What follows belongs to an exercise in optimizing a design on an open flow for small area, a short achievable clock period and few clock cycles per item; a production flow would make more cautious choices.
At most, simulation tests tie the RTL to the original design; equivalence was not proved.
Power figures rest on the tool's default switching activity, not on a simulated workload.

==> 04-27 <==
// ras_strip_enc
module ras_strip_enc #(
    parameter MAXW = 32                  
) (
    input  wire        clk,
    input  wire        rst,              
    input  wire        in_valid,
    output wire        in_ready,
    input  wire [15:0] in_data,          
    input  wire        in_sof,           
    input  wire        in_eof,           
    input  wire [4:0]  cfg_depth,        
    input  wire        cfg_mosaic,       
    input  wire [5:0]  cfg_width,        
    output wire        out_valid,
    input  wire        out_ready,
    output wire [7:0]  out_data,
    output wire        out_last          
);
export LEC_CHECK = 0
export CAP_MARGIN = 30
export CORE_MARGIN = 2
export CORE_UTILIZATION = 40
export CTS_BUF_LIST = sky130_fd_sc_hd__clkbuf_4 sky130_fd_sc_hd__clkbuf_8 sky130_fd_sc_hd__clkbuf_16
export CTS_CLUSTER_DIAMETER = 80
export CTS_CLUSTER_SIZE = 25
export SLEW_MARGIN = 40
create_clock -name core_clock -period 18.0 [get_ports {clk}]
standard.sh (not shown) runs the stock make flow with config.mk's settings and CLKGATE_MAP_FILE= SYNTH_SCRIPT=/design/flow/synth_recipe.tcl, a recipe that flattens the netlist after the stock synthesis.
==> flow/flow/run.sh <==
#!/bin/bash
# The standard layout (standard.sh: the standard flow's synthesis and ORFS flow, all
# steps), with one change to how it is made: the buffers that ORFS puts on
# every input and output port are buf_4 cells (BUFFER_PORTS_ARGS).
# Each step's output goes to a log file of its own in this folder.
set -euo pipefail
export BUFFER_PORTS_ARGS="-buffer_cell sky130_fd_sc_hd__buf_4"
bash standard.sh synth > synth.log 2>&1
bash standard.sh floorplan > floorplan.log 2>&1
bash standard.sh place > place.log 2>&1
bash standard.sh cts > cts.log 2>&1
bash standard.sh route > route.log 2>&1
bash standard.sh finish > finish.log 2>&1
==> 08-09: changes against 04-27 <==
--- a/flow/design.v
+++ b/flow/design.v
@@ -192,13 +192,12 @@
         for (i = 0; i < 16; i = i + 1)
             mask2[i] = (i < 8) || (depth2 > i);
     wire [15:0] msbh2 = mask2 & ~{1'b0, mask2[15:1]};    
     wire        neg2  = |(e2 & msbh2);
     wire [15:0] m2    = ({e2[14:0], 1'b0} ^ {16{neg2}}) & mask2;
-    reg  [21:0] ctx_a [0:63];
+    reg  [21:0] ctx_a [0:63];            
     reg  [5:0]  ctx_n [0:63];            
-    reg  [63:0] ctx_v;                   
     wire [63:0] ctxh2 = 64'd1 << ctx2;   
     reg  [21:0] rda2;
     reg  [5:0]  rdn2;
     always @(*) begin
         rda2 = 22'd0;
@@ -207,24 +206,27 @@
             rda2 = rda2 | ({22{ctxh2[i]}} & ctx_a[i]);
             rdn2 = rdn2 | ({6{ctxh2[i]}} & ctx_n[i]);
         end
     end
     reg         v3, eof3;
-    reg [21:0]  a3;
+    reg [21:0]  a3;                      
     reg [5:0]   n3;
     reg         half3;                   
     reg [15:0]  m3;
     reg [5:0]   ctx3;
     reg [4:0]   depth3;
-    wire [22:0] asum3   = {1'b0, a3} + {7'd0, m3} + {22'd0, half3};
+    wire        new3    = (n3 == 6'd0);
+    wire [21:0] a3e     = new3 ? (22'd1 << (depth3 - 5'd6)) - 22'd1 : a3;
+    wire [5:0]  n3e     = new3 ? 6'd1 : n3;
+    wire [22:0] asum3   = {1'b0, a3e} + {7'd0, m3};
     wire [21:0] anew3   = half3 ? asum3[22:1] : asum3[21:0];
-    wire [5:0]  nnew3   = half3 ? 6'd32 : n3 + 6'd1;
+    wire [5:0]  nnew3   = half3 ? 6'd32 : n3e + 6'd1;
+    wire        clr3    = adv && v2 && sof2;
+    wire [5:0]  nwr3    = nnew3 & {6{!clr3}};
     wire        fwd2    = v3 && !sof2 && (ctx3 == ctx2);
-    wire        hit2    = |(ctx_v & ctxh2) && !sof2;
-    wire [21:0] ainit2  = 22'd1 << (depth2 - 5'd6);
-    wire [21:0] ard2    = fwd2 ? anew3 : (hit2 ? rda2 : ainit2);
-    wire [5:0]  nrd2    = fwd2 ? nnew3 : (hit2 ? rdn2 : 6'd1);
+    wire [21:0] ard2    = fwd2 ? anew3 : rda2;
+    wire [5:0]  nrd2    = fwd2 ? nnew3 : (sof2 ? 6'd0 : rdn2);
     always @(posedge clk) begin
         if (rst)
             v3 <= 1'b0;
         else if (adv)
             v3 <= v2;
@@ -235,26 +237,22 @@
             half3  <= (nrd2 == 6'd63);
             m3     <= m2;
             ctx3   <= ctx2;
             depth3 <= depth2;
         end
-        if (adv && v3) begin
+        if (adv && v3)
             ctx_a[ctx3] <= anew3;
-            ctx_n[ctx3] <= nnew3;
-        end
-        if (adv && v2 && sof2)
-            ctx_v <= 64'd0;
-        else if (adv && v3)
-            ctx_v[ctx3] <= 1'b1;
+        for (i = 0; i < 64; i = i + 1)
+            if (clr3 || (adv && v3 && ctx3 == i))
+                ctx_n[i] <= nwr3;
     end
     reg  [15:0] t3;
     reg  [5:0]  lo3;
     always @(*) begin
         for (i = 0; i < 16; i = i + 1) begin
-            lo3   = a3 >> i;
-            t3[i] = (i < depth3) && ((a3 >> (i + 6)) != 0 || lo3 > n3
-                    || (lo3 == n3 && (a3 & ((22'd1 << i) - 22'd1)) != 0));
+            lo3   = a3e >> i;
+            t3[i] = (i < depth3) && ((a3e >> (i + 6)) != 0 || lo3 >= n3e);
         end
     end
     wire [4:0]  k3;
     assign k3[4] = t3[15];
     assign k3[3] = t3[7] & ~t3[15];
@@ -296,34 +294,39 @@
         end
     end
     wire [31:0] mk4    = {m4, 16'd0} >> kk4;
     wire [15:0] field4 = mk4[15:0];                          
     wire [5:0]  len4   = {1'b0, fsh4} + {1'b0, kk4};
-    wire [39:0] onef4  = ~({40{1'b1}} >> fsh4);              
-    wire [39:0] ones4  = esc4 ? onef4 : {onef4[38:0], 1'b0};  
-    wire [39:0] code4  = ones4 | ({field4, 24'd0} >> fsh4);
+    wire [4:0]  qe4    = fsh4 - {4'd0, !esc4};               
     reg         v5, eof5;
-    reg [39:0]  code5;
+    reg [15:0]  field5;
+    reg [4:0]   qe5, fsh5;
     reg [5:0]   len5;
     always @(posedge clk) begin
         if (rst)
             v5 <= 1'b0;
         else if (adv)
             v5 <= v4;
         if (adv) begin
-            eof5  <= eof4;
-            code5 <= code4;
-            len5  <= len4;
+            eof5   <= eof4;
+            field5 <= field4;
+            qe5    <= qe4;
+            fsh5   <= fsh4;
+            len5   <= len4;
         end
     end
     reg  [63:0] acc;
     reg  [6:0]  occ;
     reg  [7:0]  lastf;
     reg         ge8;                     
     wire        push   = (occ[6:3] != 4'd0) && out_ready;      
     wire        app    = adv && v5;
-    wire [63:0] acc_a  = app ? (acc | ({code5, 24'd0} >> occ[4:0])) : acc;
+    wire [5:0]  endu   = {1'b0, occ[4:0]} + {1'b0, qe5};
+    wire [5:0]  startf = {1'b0, occ[4:0]} + {1'b0, fsh5};
+    wire [63:0] ones5  = ~({64{1'b1}} >> endu) & ({64{1'b1}} >> occ[4:0]);
+    wire [63:0] fld5   = {field5, 48'd0} >> startf;
+    wire [63:0] acc_a  = app ? (acc | ones5 | fld5) : acc;
     wire [6:0]  occ_a  = occ + (app ? {1'b0, len5} : 7'd0);
     wire [6:0]  occ_r  = (app && eof5) ? {occ_a[6:3] + {3'd0, occ_a[2:0] != 3'd0}, 3'd0}
                                        : occ_a;
     wire [2:0]  lidx   = occ_r[5:3] - 3'd1;
     wire [7:0]  lst_a  = (app && eof5) ? (lastf | (8'd1 << lidx)) : lastf;
==> comparison table <==
item	08-09	04-27
Layout cells sized above 1	12.4%	11.2%
Post-Route Utilization	44.4%	44.3%
Sequential cell power	11.9 mW	10.3 mW
Clock-cell share	3.46%	3.51%
Post-synthesis compound-gate area fraction	11.5%	10.2%
Startpoint of the worst setup timing path	depth3[4]	adv
Beginning of the worst register-to-register path	depth3[4]	adv
Worst hold path endpoint	seg32[7][4]	seg32[29][8]
Run status	complete, no violations	complete, no violations
GR met2 Demand/Resource	37.2%	36.6%
Synth top area share	73.7%	71.9%
Multi-input combinational cell area	0.0307 sq mm	0.0324 sq mm
Vias per cell	6.43	6.25
Slack of the worst reg-to-reg path	10.65 ns	12.83 ns
Fraction of the cycle the final worst path needs	40.8%	28.7%
Final instance count without filler cells	12038	12801
Chip width	565 microns	573 microns
Non-Clock Buffer Area Fraction	2.06%	1.92%
Critical R2R Capture	fsh4[4]	seg32[26][8]
Static leakage	45.0 nW	46.4 nW
CTS sink count	3172	3250
No functional check of the RTL was part of any run of this note.

* * *

==> build 5: inputs <==
==> flow/design.v <==
module ras_strip_enc #(
    parameter MAXW = 32                  
) (
    input  wire        clk,
    input  wire        rst,              
    input  wire        in_valid,
    output wire        in_ready,
    input  wire [15:0] in_data,          
    input  wire        in_sof,           
    input  wire        in_eof,           
    input  wire [4:0]  cfg_depth,        
    input  wire        cfg_mosaic,       
    input  wire [5:0]  cfg_width,        
    output wire        out_valid,
    input  wire        out_ready,
    output wire [7:0]  out_data,
    output wire        out_last          
);
    localparam ESC = 24;
    reg         adv;                     
    reg         fresh;                   
    reg         rdy;                     
    assign in_ready = rdy;
    always @(posedge clk)
        fresh <= rst;
    integer i;
    reg         v1;
    reg [15:0]  x1r;                     
    reg         sof1, eof1;
    reg [4:0]   depth1;
    reg         mos1;
    reg [5:0]   w1;
    reg [7:0]   hmask1;                  
    reg [5:0]   col1;
    reg [1:0]   row1;                    
    reg         odd1;
    wire        take    = adv & !fresh & in_valid;      
    wire        wrap1   = (col1 + 6'd1 == w1);
    always @(posedge clk) begin
        if (rst)
            v1 <= 1'b0;
        else if (adv)
            v1 <= take;
        if (take) begin
            x1r  <= in_data;
            sof1 <= in_sof;
            eof1 <= in_eof;
            if (in_sof) begin
                depth1 <= cfg_depth;
                mos1   <= cfg_mosaic;
                w1     <= cfg_width;
                for (i = 0; i < 8; i = i + 1)
                    hmask1[i] <= (cfg_depth > i + 8);
                col1   <= 6'd0;
                row1   <= 2'd0;
                odd1   <= 1'b0;
            end else if (wrap1) begin
                col1   <= 6'd0;
                row1   <= (row1 == 2'd2) ? 2'd2 : row1 + 2'd1;
                odd1   <= ~odd1;
            end else begin
                col1   <= col1 + 6'd1;
            end
        end
    end
    wire [15:0] mask1 = {hmask1, 8'hFF};
    wire [15:0] x1    = x1r & mask1;
    wire [6:0]  sw1   = mos1 ? {w1, 1'b0} : {1'b0, w1};
    wire [5:0]  dsel1 = sw1[5:0] - 6'd1;
    wire        sh1   = adv & v1;
    reg  [15:0] seg32 [0:31];
    reg  [15:0] seg16 [0:15];
    reg  [15:0] seg8  [0:7];
    reg  [15:0] seg4  [0:3];
    reg  [15:0] seg2  [0:1];
    reg  [15:0] seg1;
    wire [15:0] o32 = dsel1[5] ? seg32[31] : x1;
    wire [15:0] o16 = dsel1[4] ? seg16[15] : o32;
    wire [15:0] o8  = dsel1[3] ? seg8[7]   : o16;
    wire [15:0] o4  = dsel1[2] ? seg4[3]   : o8;
    wire [15:0] o2  = dsel1[1] ? seg2[1]   : o4;
    reg  [6:0]  osel;
    wire [5:0]  wm1 = cfg_width - 6'd1;
    always @(posedge clk) begin
        if (take && in_sof) begin
            osel[0] <= cfg_mosaic || wm1[0];
            osel[1] <= !cfg_mosaic && wm1[1:0] == 2'b10;
            osel[2] <= !cfg_mosaic && wm1[2:0] == 3'b100;
            osel[3] <= !cfg_mosaic && wm1[3:0] == 4'b1000;
            osel[4] <= !cfg_mosaic && wm1[4:0] == 5'b10000;
            osel[5] <= !cfg_mosaic && wm1[5:0] == 6'b100000;
            osel[6] <= !cfg_mosaic && wm1[5:0] == 6'b000000;
        end
    end
    wire [15:0] bn = ({16{osel[0]}} & seg1)      | ({16{osel[1]}} & seg2[1])
                   | ({16{osel[2]}} & seg4[3])   | ({16{osel[3]}} & seg8[7])
                   | ({16{osel[4]}} & seg16[15]) | ({16{osel[5]}} & seg32[31])
                   | ({16{osel[6]}} & x1);
    reg  [15:0] na1, nb1, left1, up1;
    reg         altb1;                   
    reg  [16:0] ad1, bd1;                
    wire [15:0] an = mos1 ? left1 : x1;
    wire [15:0] dn = mos1 ? up1 : nb1;
    always @(posedge clk) begin
        if (sh1) begin
            seg32[0] <= x1;
            for (i = 1; i < 32; i = i + 1)
                seg32[i] <= seg32[i - 1];
            seg16[0] <= o32;
            for (i = 1; i < 16; i = i + 1)
                seg16[i] <= seg16[i - 1];
            seg8[0] <= o16;
            for (i = 1; i < 8; i = i + 1)
                seg8[i] <= seg8[i - 1];
            seg4[0] <= o8;
            for (i = 1; i < 4; i = i + 1)
                seg4[i] <= seg4[i - 1];
            seg2[0] <= o4;
            seg2[1] <= seg2[0];
            seg1    <= o2;
            left1 <= x1;
            up1   <= nb1;
            na1   <= an;
            nb1   <= bn;
            altb1 <= an < bn;
            ad1   <= {1'b0, an} - {1'b0, dn};
            bd1   <= {1'b0, bn} - {1'b0, dn};
        end
    end
    wire [1:0]  st1  = mos1 ? 2'd2 : 2'd1;
    wire        top1 = row1 < st1;
    wire        lft1 = col1 < {4'd0, st1};
    wire [15:0] e_a   = x1r - na1;
    wire [15:0] e_b   = x1r - nb1;
    wire [15:0] med_s = x1r ^ ~na1 ^ ~bd1[15:0];
    wire [15:0] med_c = (x1r & ~na1) | (x1r & ~bd1[15:0]) | (~na1 & ~bd1[15:0]);
    wire [15:0] e_med = med_s + {med_c[14:0], 1'b1} + 16'd1;
    wire [15:0] msbh1 = mask1 & ~{1'b0, mask1[15:1]};    
    wire [15:0] e_h   = x1r ^ msbh1;                     
    wire        sa1   = ad1[16];                         
    wire        sb1   = bd1[16];                         
    wire        dgea1 = sa1 || ad1[15:0] == 16'd0;       
    wire        dgeb1 = sb1 || bd1[15:0] == 16'd0;       
    reg  [15:0] e1;
    always @(*) begin
        if (top1 && lft1)
            e1 = e_h;
        else if (top1)
            e1 = e_a;
        else if (lft1)
            e1 = e_b;
        else if (dgea1 && dgeb1)
            e1 = altb1 ? e_a : e_b;          
        else if (!sa1 && !sb1)
            e1 = altb1 ? e_b : e_a;          
        else
            e1 = e_med;                      
    end
    wire        flat1 = top1 | lft1;
    wire [16:0] g1    = {1'b0, ad1[15:0] ^ {16{sa1}}} + {1'b0, bd1[15:0] ^ {16{sb1}}}
                      + {15'd0, sa1} + {15'd0, sb1};
    reg  [3:0]  gclass1;
    always @(*) begin
        gclass1 = 4'd0;
        for (i = 0; i < 17; i = i + 1)
            if (g1[i])
                gclass1 = (i >= 14) ? 4'd15 : i + 1;
        if (flat1)
            gclass1 = 4'd0;
    end
    wire [1:0]  colour1 = mos1 ? {odd1, col1[0]} : 2'd0;
    wire [5:0]  ctx1    = {colour1, gclass1};
    reg         v2, sof2, eof2;
    reg [15:0]  e2;
    reg [5:0]   ctx2;
    reg [4:0]   depth2;
    always @(posedge clk) begin
        if (rst)
            v2 <= 1'b0;
        else if (adv)
            v2 <= v1;
        if (adv) begin
            sof2   <= sof1;
            eof2   <= eof1;
            e2     <= e1;
            ctx2   <= ctx1;
            depth2 <= depth1;
        end
    end
    reg  [15:0] mask2;                   
    always @(*)
        for (i = 0; i < 16; i = i + 1)
            mask2[i] = (i < 8) || (depth2 > i);
    wire [15:0] msbh2 = mask2 & ~{1'b0, mask2[15:1]};    
    wire        neg2  = |(e2 & msbh2);
    wire [15:0] m2    = ({e2[14:0], 1'b0} ^ {16{neg2}}) & mask2;
    reg  [21:0] ctx_a [0:63];            
    reg  [5:0]  ctx_n [0:63];            
    wire [63:0] ctxh2 = 64'd1 << ctx2;   
    reg  [21:0] rda2;
    reg  [5:0]  rdn2;
    always @(*) begin
        rda2 = 22'd0;
        rdn2 = 6'd0;
        for (i = 0; i < 64; i = i + 1) begin
            rda2 = rda2 | ({22{ctxh2[i]}} & ctx_a[i]);
            rdn2 = rdn2 | ({6{ctxh2[i]}} & ctx_n[i]);
        end
    end
    reg         v3, eof3;
    reg [21:0]  a3;                      
    reg [5:0]   n3;
    reg         half3;                   
    reg [15:0]  m3;
    reg [5:0]   ctx3;
    reg [4:0]   depth3;
    wire [22:0] asum3   = {1'b0, a3} + {7'd0, m3};
    wire [21:0] anew3   = half3 ? asum3[22:1] : asum3[21:0];
    wire [5:0]  nnew3   = half3 ? 6'd32 : n3 + 6'd1;
    wire        clr     = adv && v1 && sof1;
    wire        wr3     = adv && v3 && !(v2 && sof2);
    wire [21:0] awr3    = clr ? (22'd1 << (depth1 - 5'd6)) - 22'd1 : anew3;
    wire [5:0]  nwr3    = clr ? 6'd1 : nnew3;
    wire        fwd2    = v3 && !sof2 && (ctx3 == ctx2);
    wire [21:0] ard2    = fwd2 ? anew3 : rda2;
    wire [5:0]  nrd2    = fwd2 ? nnew3 : rdn2;
    always @(posedge clk) begin
        if (rst)
            v3 <= 1'b0;
        else if (adv)
            v3 <= v2;
        if (adv) begin
            eof3   <= eof2;
            a3     <= ard2;
            n3     <= nrd2;
            half3  <= (nrd2 == 6'd63);
            m3     <= m2;
            ctx3   <= ctx2;
            depth3 <= depth2;
        end
        for (i = 0; i < 64; i = i + 1)
            if (clr || (wr3 && ctx3 == i)) begin
                ctx_a[i] <= awr3;
                ctx_n[i] <= nwr3;
            end
    end
    reg  [15:0] t3;
    reg  [5:0]  lo3;
    always @(*) begin
        for (i = 0; i < 16; i = i + 1) begin
            lo3   = a3 >> i;
            t3[i] = (i < depth3) && ((a3 >> (i + 6)) != 0 || lo3 >= n3);
        end
    end
    wire [4:0]  k3;
    assign k3[4] = t3[15];
    assign k3[3] = t3[7] & ~t3[15];
    assign k3[2] = (t3[3] & ~t3[7]) | (t3[11] & ~t3[15]);
    assign k3[1] = (t3[1] & ~t3[3]) | (t3[5] & ~t3[7]) | (t3[9] & ~t3[11])
                 | (t3[13] & ~t3[15]);
    assign k3[0] = (t3[0] & ~t3[1]) | (t3[2] & ~t3[3]) | (t3[4] & ~t3[5])
                 | (t3[6] & ~t3[7]) | (t3[8] & ~t3[9]) | (t3[10] & ~t3[11])
                 | (t3[12] & ~t3[13]) | (t3[14] & ~t3[15]);
    reg         esc3;
    reg  [4:0]  q3;
    reg  [20:0] mx3;
    always @(*) begin
        esc3 = 1'b0;
        q3   = 5'd0;
        mx3  = {5'd0, m3};
        for (i = 0; i <= 16; i = i + 1)
            if ((i == 0 || t3[i - 1]) && (i == 16 || !t3[i])) begin
                if ({8'd0, m3} >= (ESC << i))
                    esc3 = 1'b1;
                q3 = q3 | mx3[i +: 5];
            end
    end
    reg         v4, eof4, esc4;
    reg [15:0]  m4;
    reg [4:0]   kk4;                     
    reg [4:0]   fsh4;                    
    always @(posedge clk) begin
        if (rst)
            v4 <= 1'b0;
        else if (adv)
            v4 <= v3;
        if (adv) begin
            eof4   <= eof3;
            esc4   <= esc3;
            m4     <= m3;
            kk4    <= esc3 ? depth3 : k3;
            fsh4   <= esc3 ? 5'd24 : q3 + 5'd1;
        end
    end
    wire [31:0] mk4    = {m4, 16'd0} >> kk4;
    wire [15:0] field4 = mk4[15:0];                          
    wire [5:0]  len4   = {1'b0, fsh4} + {1'b0, kk4};
    wire [4:0]  qe4    = fsh4 - {4'd0, !esc4};               
    reg         v5, eof5;
    reg [15:0]  field5;
    reg [4:0]   qe5, fsh5;
    reg [5:0]   len5;
    always @(posedge clk) begin
        if (rst)
            v5 <= 1'b0;
        else if (adv)
            v5 <= v4;
        if (adv) begin
            eof5   <= eof4;
            field5 <= field4;
            qe5    <= qe4;
            fsh5   <= fsh4;
            len5   <= len4;
        end
    end
    reg  [63:0] acc;
    reg  [6:0]  occ;
    reg  [7:0]  lastf;
    reg         ge8;                     
    wire        push   = (occ[6:3] != 4'd0) && out_ready;      
    wire        app    = adv && v5;
    wire [5:0]  endu   = {1'b0, occ[4:0]} + {1'b0, qe5};
    wire [5:0]  startf = {1'b0, occ[4:0]} + {1'b0, fsh5};
    wire [63:0] ones5  = ~({64{1'b1}} >> endu) & ({64{1'b1}} >> occ[4:0]);
    wire [63:0] fld5   = {field5, 48'd0} >> startf;
    wire [63:0] acc_a  = app ? (acc | ones5 | fld5) : acc;
    wire [6:0]  occ_a  = occ + (app ? {1'b0, len5} : 7'd0);
    wire [6:0]  occ_r  = (app && eof5) ? {occ_a[6:3] + {3'd0, occ_a[2:0] != 3'd0}, 3'd0}
                                       : occ_a;
    wire [2:0]  lidx   = occ_r[5:3] - 3'd1;
    wire [7:0]  lst_a  = (app && eof5) ? (lastf | (8'd1 << lidx)) : lastf;
    wire        fit_n  = push ? (occ_r <= 7'd32) : (occ_r <= 7'd24);
    always @(posedge clk) begin
        if (rst) begin
            acc   <= 64'd0;
            occ   <= 7'd0;
            ge8   <= 1'b0;
            lastf <= 8'd0;
            adv   <= 1'b1;
            rdy   <= 1'b0;
        end else begin
            acc   <= push ? {acc_a[55:0], 8'd0} : acc_a;
            occ   <= push ? occ_r - 7'd8 : occ_r;
            ge8   <= push ? (occ_r >= 7'd16) : (occ_r >= 7'd8);
            lastf <= push ? {1'b0, lst_a[7:1]} : lst_a;
            adv   <= fit_n;
            rdy   <= fit_n;
        end
    end
    assign out_valid = ge8;
    assign out_data  = acc[63:56];
    assign out_last  = lastf[0];
endmodule
==> flow/flow/run.sh <==
#!/bin/bash
# The standard layout (standard.sh: the standard flow's synthesis and ORFS flow, all
# steps), with one change to how it is made: the buffers that ORFS puts on
# every input and output port are buf_4 cells (BUFFER_PORTS_ARGS).
# Each step's output goes to a log file of its own in this folder.
set -euo pipefail
export BUFFER_PORTS_ARGS="-buffer_cell sky130_fd_sc_hd__buf_4"
bash standard.sh synth > synth.log 2>&1
bash standard.sh floorplan > floorplan.log 2>&1
bash standard.sh place > place.log 2>&1
bash standard.sh cts > cts.log 2>&1
bash standard.sh route > route.log 2>&1
bash standard.sh finish > finish.log 2>&1
==> flow/standard.sh <==
#!/bin/bash
# synth_recipe.tcl (not shown) runs the flow's synth.tcl, then flattens the netlist and writes it again
# the make line also repeats each setting of config.mk as NAME=value (left out here)
make -C /OpenROAD-flow-scripts/flow DESIGN_CONFIG=/design/flow/config.mk WORK_HOME=/design/flow/orfs CLKGATE_MAP_FILE= SYNTH_SCRIPT=/design/flow/synth_recipe.tcl "${@:-finish}"
==> flow/config.mk <==
export PLATFORM = sky130hd
export DESIGN_NAME = ras_strip_enc
export DESIGN_NICKNAME = ras_strip_enc
export VERILOG_FILES = /design/flow/design.v
export SDC_FILE = /design/flow/constraint.sdc
export NUM_CORES = 8
export LEC_CHECK = 0
export CAP_MARGIN = 30
export CORE_MARGIN = 2
export CORE_UTILIZATION = 50
export CTS_BUF_LIST = sky130_fd_sc_hd__clkbuf_4 sky130_fd_sc_hd__clkbuf_8 sky130_fd_sc_hd__clkbuf_16
export CTS_CLUSTER_DIAMETER = 60
export CTS_CLUSTER_SIZE = 32
export SLEW_MARGIN = 40
==> flow/constraint.sdc <==
create_clock -name core_clock -period 18.0 [get_ports {clk}]
set_input_delay 3.6000 -clock core_clock [delete_from_list [all_inputs] [get_ports {clk}]]
set_output_delay 3.6000 -clock core_clock [all_outputs]
set_load 0.01 [all_outputs]
==> build 73 (differences from build 5) <==
==> flow/design.v, changed modules only <==
module ras_strip_enc #(
    parameter MAXW = 32                  
) (
    input  wire        clk,
    input  wire        rst,              
    input  wire        in_valid,
    output wire        in_ready,
    input  wire [15:0] in_data,          
    input  wire        in_sof,           
    input  wire        in_eof,           
    input  wire [4:0]  cfg_depth,        
    input  wire        cfg_mosaic,       
    input  wire [5:0]  cfg_width,        
    output wire        out_valid,
    input  wire        out_ready,
    output wire [7:0]  out_data,
    output wire        out_last          
);
    localparam ESC = 24;
    reg         adv;                     
    reg         fresh;                   
    reg         rdy;                     
    assign in_ready = rdy;
    always @(posedge clk)
        fresh <= rst;
    integer i;
    reg         v1;
    reg [15:0]  x1r;                     
    reg         sof1, eof1;
    reg [4:0]   depth1;
    reg         mos1;
    reg [5:0]   w1;
    reg [7:0]   hmask1;                  
    reg [5:0]   col1;
    reg [1:0]   row1;                    
    reg         odd1;
    wire        take    = adv & !fresh & in_valid;      
    wire        wrap1   = (col1 + 6'd1 == w1);
    always @(posedge clk) begin
        if (rst)
            v1 <= 1'b0;
        else if (adv)
            v1 <= take;
        if (take) begin
            x1r  <= in_data;
            sof1 <= in_sof;
            eof1 <= in_eof;
            if (in_sof) begin
                depth1 <= cfg_depth;
                mos1   <= cfg_mosaic;
                w1     <= cfg_width;
                for (i = 0; i < 8; i = i + 1)
                    hmask1[i] <= (cfg_depth > i + 8);
                col1   <= 6'd0;
                row1   <= 2'd0;
                odd1   <= 1'b0;
            end else if (wrap1) begin
                col1   <= 6'd0;
                row1   <= (row1 == 2'd2) ? 2'd2 : row1 + 2'd1;
                odd1   <= ~odd1;
            end else begin
                col1   <= col1 + 6'd1;
            end
        end
    end
    wire [15:0] mask1 = {hmask1, 8'hFF};
    wire [15:0] x1    = x1r & mask1;
    wire [6:0]  sw1   = mos1 ? {w1, 1'b0} : {1'b0, w1};
    wire [5:0]  dsel1 = sw1[5:0] - 6'd1;
    wire        sh1   = adv & v1;
    reg  [15:0] seg32 [0:31];
    reg  [15:0] seg16 [0:15];
    reg  [15:0] seg8  [0:7];
    reg  [15:0] seg4  [0:3];
    reg  [15:0] seg2  [0:1];
    reg  [15:0] seg1;
    wire [15:0] o32 = dsel1[5] ? seg32[31] : x1;
    wire [15:0] o16 = dsel1[4] ? seg16[15] : o32;
    wire [15:0] o8  = dsel1[3] ? seg8[7]   : o16;
    wire [15:0] o4  = dsel1[2] ? seg4[3]   : o8;
    wire [15:0] o2  = dsel1[1] ? seg2[1]   : o4;
    reg  [6:0]  osel;
    wire [5:0]  wm1 = cfg_width - 6'd1;
    always @(posedge clk) begin
        if (take && in_sof) begin
            osel[0] <= cfg_mosaic || wm1[0];
            osel[1] <= !cfg_mosaic && wm1[1:0] == 2'b10;
            osel[2] <= !cfg_mosaic && wm1[2:0] == 3'b100;
            osel[3] <= !cfg_mosaic && wm1[3:0] == 4'b1000;
            osel[4] <= !cfg_mosaic && wm1[4:0] == 5'b10000;
            osel[5] <= !cfg_mosaic && wm1[5:0] == 6'b100000;
            osel[6] <= !cfg_mosaic && wm1[5:0] == 6'b000000;
        end
    end
    wire [15:0] bn = ({16{osel[0]}} & seg1)      | ({16{osel[1]}} & seg2[1])
                   | ({16{osel[2]}} & seg4[3])   | ({16{osel[3]}} & seg8[7])
                   | ({16{osel[4]}} & seg16[15]) | ({16{osel[5]}} & seg32[31])
                   | ({16{osel[6]}} & x1);
    reg  [15:0] na1, nb1, left1, up1;
    reg         altb1;                   
    reg  [16:0] ad1, bd1;                
    wire [15:0] an = mos1 ? left1 : x1;
    wire [15:0] dn = mos1 ? up1 : nb1;
    always @(posedge clk) begin
        if (sh1) begin
            seg32[0] <= x1;
            for (i = 1; i < 32; i = i + 1)
                seg32[i] <= seg32[i - 1];
            seg16[0] <= o32;
            for (i = 1; i < 16; i = i + 1)
                seg16[i] <= seg16[i - 1];
            seg8[0] <= o16;
            for (i = 1; i < 8; i = i + 1)
                seg8[i] <= seg8[i - 1];
            seg4[0] <= o8;
            for (i = 1; i < 4; i = i + 1)
                seg4[i] <= seg4[i - 1];
            seg2[0] <= o4;
            seg2[1] <= seg2[0];
            seg1    <= o2;
            left1 <= x1;
            up1   <= nb1;
            na1   <= an;
            nb1   <= bn;
            altb1 <= an < bn;
            ad1   <= {1'b0, an} - {1'b0, dn};
            bd1   <= {1'b0, bn} - {1'b0, dn};
        end
    end
    wire [1:0]  st1  = mos1 ? 2'd2 : 2'd1;
    wire        top1 = row1 < st1;
    wire        lft1 = col1 < {4'd0, st1};
    wire [15:0] e_a   = x1r - na1;
    wire [15:0] e_b   = x1r - nb1;
    wire [15:0] med_s = x1r ^ ~na1 ^ ~bd1[15:0];
    wire [15:0] med_c = (x1r & ~na1) | (x1r & ~bd1[15:0]) | (~na1 & ~bd1[15:0]);
    wire [15:0] e_med = med_s + {med_c[14:0], 1'b1} + 16'd1;
    wire [15:0] msbh1 = mask1 & ~{1'b0, mask1[15:1]};    
    wire [15:0] e_h   = x1r ^ msbh1;                     
    wire        sa1   = ad1[16];                         
    wire        sb1   = bd1[16];                         
    wire        dgea1 = sa1 || ad1[15:0] == 16'd0;       
    wire        dgeb1 = sb1 || bd1[15:0] == 16'd0;       
    reg  [15:0] e1;
    always @(*) begin
        if (top1 && lft1)
            e1 = e_h;
        else if (top1)
            e1 = e_a;
        else if (lft1)
            e1 = e_b;
        else if (dgea1 && dgeb1)
            e1 = altb1 ? e_a : e_b;          
        else if (!sa1 && !sb1)
            e1 = altb1 ? e_b : e_a;          
        else
            e1 = e_med;                      
    end
    wire        flat1 = top1 | lft1;
    wire [16:0] g1    = {1'b0, ad1[15:0] ^ {16{sa1}}} + {1'b0, bd1[15:0] ^ {16{sb1}}}
                      + {15'd0, sa1} + {15'd0, sb1};
    reg  [3:0]  gclass1;
    always @(*) begin
        gclass1 = 4'd0;
        for (i = 0; i < 17; i = i + 1)
            if (g1[i])
                gclass1 = (i >= 14) ? 4'd15 : i + 1;
        if (flat1)
            gclass1 = 4'd0;
    end
    wire [1:0]  colour1 = mos1 ? {odd1, col1[0]} : 2'd0;
    wire [5:0]  ctx1    = {colour1, gclass1};
    reg         v2, sof2, eof2;
    reg [15:0]  e2;
    reg [5:0]   ctx2;
    reg [4:0]   depth2;
    always @(posedge clk) begin
        if (rst)
            v2 <= 1'b0;
        else if (adv)
            v2 <= v1;
        if (adv) begin
            sof2   <= sof1;
            eof2   <= eof1;
            e2     <= e1;
            ctx2   <= ctx1;
            depth2 <= depth1;
        end
    end
    reg  [15:0] mask2;                   
    always @(*)
        for (i = 0; i < 16; i = i + 1)
            mask2[i] = (i < 8) || (depth2 > i);
    wire [15:0] msbh2 = mask2 & ~{1'b0, mask2[15:1]};    
    wire        neg2  = |(e2 & msbh2);
    wire [15:0] m2    = ({e2[14:0], 1'b0} ^ {16{neg2}}) & mask2;
    reg  [21:0] ctx_a [0:63];
    reg  [5:0]  ctx_n [0:63];            
    reg  [63:0] ctx_v;                   
    wire [63:0] ctxh2 = 64'd1 << ctx2;   
    reg  [21:0] rda2;
    reg  [5:0]  rdn2;
    always @(*) begin
        rda2 = 22'd0;
        rdn2 = 6'd0;
        for (i = 0; i < 64; i = i + 1) begin
            rda2 = rda2 | ({22{ctxh2[i]}} & ctx_a[i]);
            rdn2 = rdn2 | ({6{ctxh2[i]}} & ctx_n[i]);
        end
    end
    reg         v3, eof3;
    reg [21:0]  a3;
    reg [5:0]   n3;
    reg         half3;                   
    reg [15:0]  m3;
    reg [5:0]   ctx3;
    reg [4:0]   depth3;
    wire [22:0] asum3   = {1'b0, a3} + {7'd0, m3} + {22'd0, half3};
    wire [21:0] anew3   = half3 ? asum3[22:1] : asum3[21:0];
    wire [5:0]  nnew3   = half3 ? 6'd32 : n3 + 6'd1;
    wire        fwd2    = v3 && !sof2 && (ctx3 == ctx2);
    wire        hit2    = |(ctx_v & ctxh2) && !sof2;
    wire [21:0] ainit2  = 22'd1 << (depth2 - 5'd6);
    wire [21:0] ard2    = fwd2 ? anew3 : (hit2 ? rda2 : ainit2);
    wire [5:0]  nrd2    = fwd2 ? nnew3 : (hit2 ? rdn2 : 6'd1);
    always @(posedge clk) begin
        if (rst)
            v3 <= 1'b0;
        else if (adv)
            v3 <= v2;
        if (adv) begin
            eof3   <= eof2;
            a3     <= ard2;
            n3     <= nrd2;
            half3  <= (nrd2 == 6'd63);
            m3     <= m2;
            ctx3   <= ctx2;
            depth3 <= depth2;
        end
        if (adv && v3) begin
            ctx_a[ctx3] <= anew3;
            ctx_n[ctx3] <= nnew3;
        end
        if (adv && v2 && sof2)
            ctx_v <= 64'd0;
        else if (adv && v3)
            ctx_v[ctx3] <= 1'b1;
    end
    reg  [15:0] t3;
    reg  [5:0]  lo3;
    always @(*) begin
        for (i = 0; i < 16; i = i + 1) begin
            lo3   = a3 >> i;
            t3[i] = (i < depth3) && ((a3 >> (i + 6)) != 0 || lo3 > n3
                    || (lo3 == n3 && (a3 & ((22'd1 << i) - 22'd1)) != 0));
        end
    end
    wire [4:0]  k3;
    assign k3[4] = t3[15];
    assign k3[3] = t3[7] & ~t3[15];
    assign k3[2] = (t3[3] & ~t3[7]) | (t3[11] & ~t3[15]);
    assign k3[1] = (t3[1] & ~t3[3]) | (t3[5] & ~t3[7]) | (t3[9] & ~t3[11])
                 | (t3[13] & ~t3[15]);
    assign k3[0] = (t3[0] & ~t3[1]) | (t3[2] & ~t3[3]) | (t3[4] & ~t3[5])
                 | (t3[6] & ~t3[7]) | (t3[8] & ~t3[9]) | (t3[10] & ~t3[11])
                 | (t3[12] & ~t3[13]) | (t3[14] & ~t3[15]);
    reg         esc3;
    reg  [4:0]  q3;
    reg  [20:0] mx3;
    always @(*) begin
        esc3 = 1'b0;
        q3   = 5'd0;
        mx3  = {5'd0, m3};
        for (i = 0; i <= 16; i = i + 1)
            if ((i == 0 || t3[i - 1]) && (i == 16 || !t3[i])) begin
                if ({8'd0, m3} >= (ESC << i))
                    esc3 = 1'b1;
                q3 = q3 | mx3[i +: 5];
            end
    end
    reg         v4, eof4, esc4;
    reg [15:0]  m4;
    reg [4:0]   kk4, q4;                 
    always @(posedge clk) begin
        if (rst)
            v4 <= 1'b0;
        else if (adv)
            v4 <= v3;
        if (adv) begin
            eof4   <= eof3;
            esc4   <= esc3;
            m4     <= m3;
            kk4    <= esc3 ? depth3 : k3;
            q4     <= q3;
        end
    end
    wire [15:0] field4 = m4 << (5'd16 - kk4);               
    wire [4:0]  qe4    = esc4 ? 5'd24 : q4;
    wire [4:0]  fsh4   = esc4 ? 5'd24 : q4 + 5'd1;
    wire [5:0]  len4   = {1'b0, fsh4} + {1'b0, kk4};
    wire [39:0] ones4  = ~({40{1'b1}} >> qe4);
    wire [39:0] code4  = ones4 | ({field4, 24'd0} >> fsh4);
    reg         v5, eof5;
    reg [39:0]  code5;
    reg [5:0]   len5;
    always @(posedge clk) begin
        if (rst)
            v5 <= 1'b0;
        else if (adv)
            v5 <= v4;
        if (adv) begin
            eof5  <= eof4;
            code5 <= code4;
            len5  <= len4;
        end
    end
    reg  [63:0] acc;
    reg  [6:0]  occ;
    reg  [7:0]  lastf;
    reg         ge8;                     
    wire        push   = ge8 && out_ready;
    wire        app    = adv && v5;
    wire [63:0] acc_a  = app ? (acc | ({code5, 24'd0} >> occ[4:0])) : acc;
    wire [6:0]  occ_a  = occ + (app ? {1'b0, len5} : 7'd0);
    wire [6:0]  occ_r  = (app && eof5) ? {occ_a[6:3] + {3'd0, occ_a[2:0] != 3'd0}, 3'd0}
                                       : occ_a;
    wire [2:0]  lidx   = occ_r[5:3] - 3'd1;
    wire [7:0]  lst_a  = (app && eof5) ? (lastf | (8'd1 << lidx)) : lastf;
    wire        fit_n  = push ? (occ_r <= 7'd32) : (occ_r <= 7'd24);
    always @(posedge clk) begin
        if (rst) begin
            acc   <= 64'd0;
            occ   <= 7'd0;
            ge8   <= 1'b0;
            lastf <= 8'd0;
            adv   <= 1'b1;
            rdy   <= 1'b0;
        end else begin
            acc   <= push ? {acc_a[55:0], 8'd0} : acc_a;
            occ   <= push ? occ_r - 7'd8 : occ_r;
            ge8   <= push ? (occ_r >= 7'd16) : (occ_r >= 7'd8);
            lastf <= push ? {1'b0, lst_a[7:1]} : lst_a;
            adv   <= fit_n;
            rdy   <= fit_n;
        end
    end
    assign out_valid = ge8;
    assign out_data  = acc[63:56];
    assign out_last  = lastf[0];
endmodule
CAP_MARGIN = 20   (was 30)
CTS_CLUSTER_DIAMETER = 80   (was 60)
CTS_CLUSTER_SIZE = 25   (was 32)
SLEW_MARGIN = 30   (was 40)
==> trial 41 (differences from build 5) <==
CORE_UTILIZATION = 60   (was 50)
CTS_CLUSTER_DIAMETER = 80   (was 60)
CTS_CLUSTER_SIZE = 25   (was 32)
==> comparison table <==
| metric | trial 41 | build 5 | build 73 |
|---|---|---|---|
| Run status | complete, no violations | complete, no violations | complete, no violations |
| EDFF count, synth | 3084 | 3084 | 3098 |
| Part of the total power dissipated in combinational logic | 0.301 | 0.292 | 0.263 |
| Total of fill cells in the finished design | 14400 | 19400 | 20400 |
| Sequential share of cell area | 0.691 | 0.679 | 0.679 |
| Die X | 461 µm | 504 µm | 514 µm |
| Area fraction of the dominant cell type after synthesis | 0.740 | 0.740 | 0.716 |
| Slack of the worst reg-to-reg path | 13.17 ns | 13.25 ns | 12.91 ns |
| Number of warnings issued by yosys | 10 | 10 | 8 |
| Portion of total power attributed to the clock network | 0.181 | 0.209 | 0.214 |
| Compound-cell area share of the yosys netlist | 0.107 | 0.107 | 0.104 |
| Initial standard-cell utilization of the core | 0.604 | 0.503 | 0.501 |
| Met2 routed wirelength | 172000 µm | 176000 µm | 182000 µm |
| Wire length of the first global-routing pass | 545000 µm | 561000 µm | 581000 µm |
| Switching power as a share of total power | 0.354 | 0.362 | 0.332 |
| Placed inst area | 132000 µm² | 132000 µm² | 136000 µm² |
| Final non-filler cell total | 10800 | 11500 | 11900 |
Testbench counts of build 5, summed over its fixed seeds: cycles 136,400, items 127,122.
Testbench counts of build 73, summed over its fixed seeds: cycles 136,400, items 127,122.
Testbench counts of trial 41, summed over its fixed seeds: cycles 136,400, items 127,122.

==> static timing again, ports no longer ideal <==
The results above use ideal ports. As a check the final layouts listed here were re-extracted and re-timed, cells and wires unchanged.
Step 1 (the two cells are an assumption about what drives the block):
set clk [get_ports {clk}]
set_driving_cell -lib_cell sky130_fd_sc_hd__clkbuf_16 $clk
set_driving_cell -lib_cell sky130_fd_sc_hd__buf_2 [delete_from_list [all_inputs] $clk]
Step 2, shift: input delay + t, output delay - t, t = (earliest + latest rising clock arrival at the registers) / 2. This alone moves slack from input paths to output paths.
a / b / c = no drivers / after step 1 / after step 2; a / b = the first two.
run | t (ns) | setup WS [ns] | worst slew at a driven data input, ns
04-27 | 0.954 | 12.828 / 12.828 / 12.621 | 0.12
08-09 | 0.980 | 10.651 / 10.651 / 10.651 | 0.11
build 5 | 0.980 | 12.975 / 12.882 / 12.577 | 0.07
build 73 | 0.962 | 12.910 / 12.819 / 12.603 | 0.05
trial 41 | 0.957 | 13.004 / 12.923 / 12.539 | 0.24
After both steps every run listed still meets setup and hold. For trial 41, which loses most, drivers alone change the setup slack by -0.081 ns; drivers and shift together by -0.465 ns.
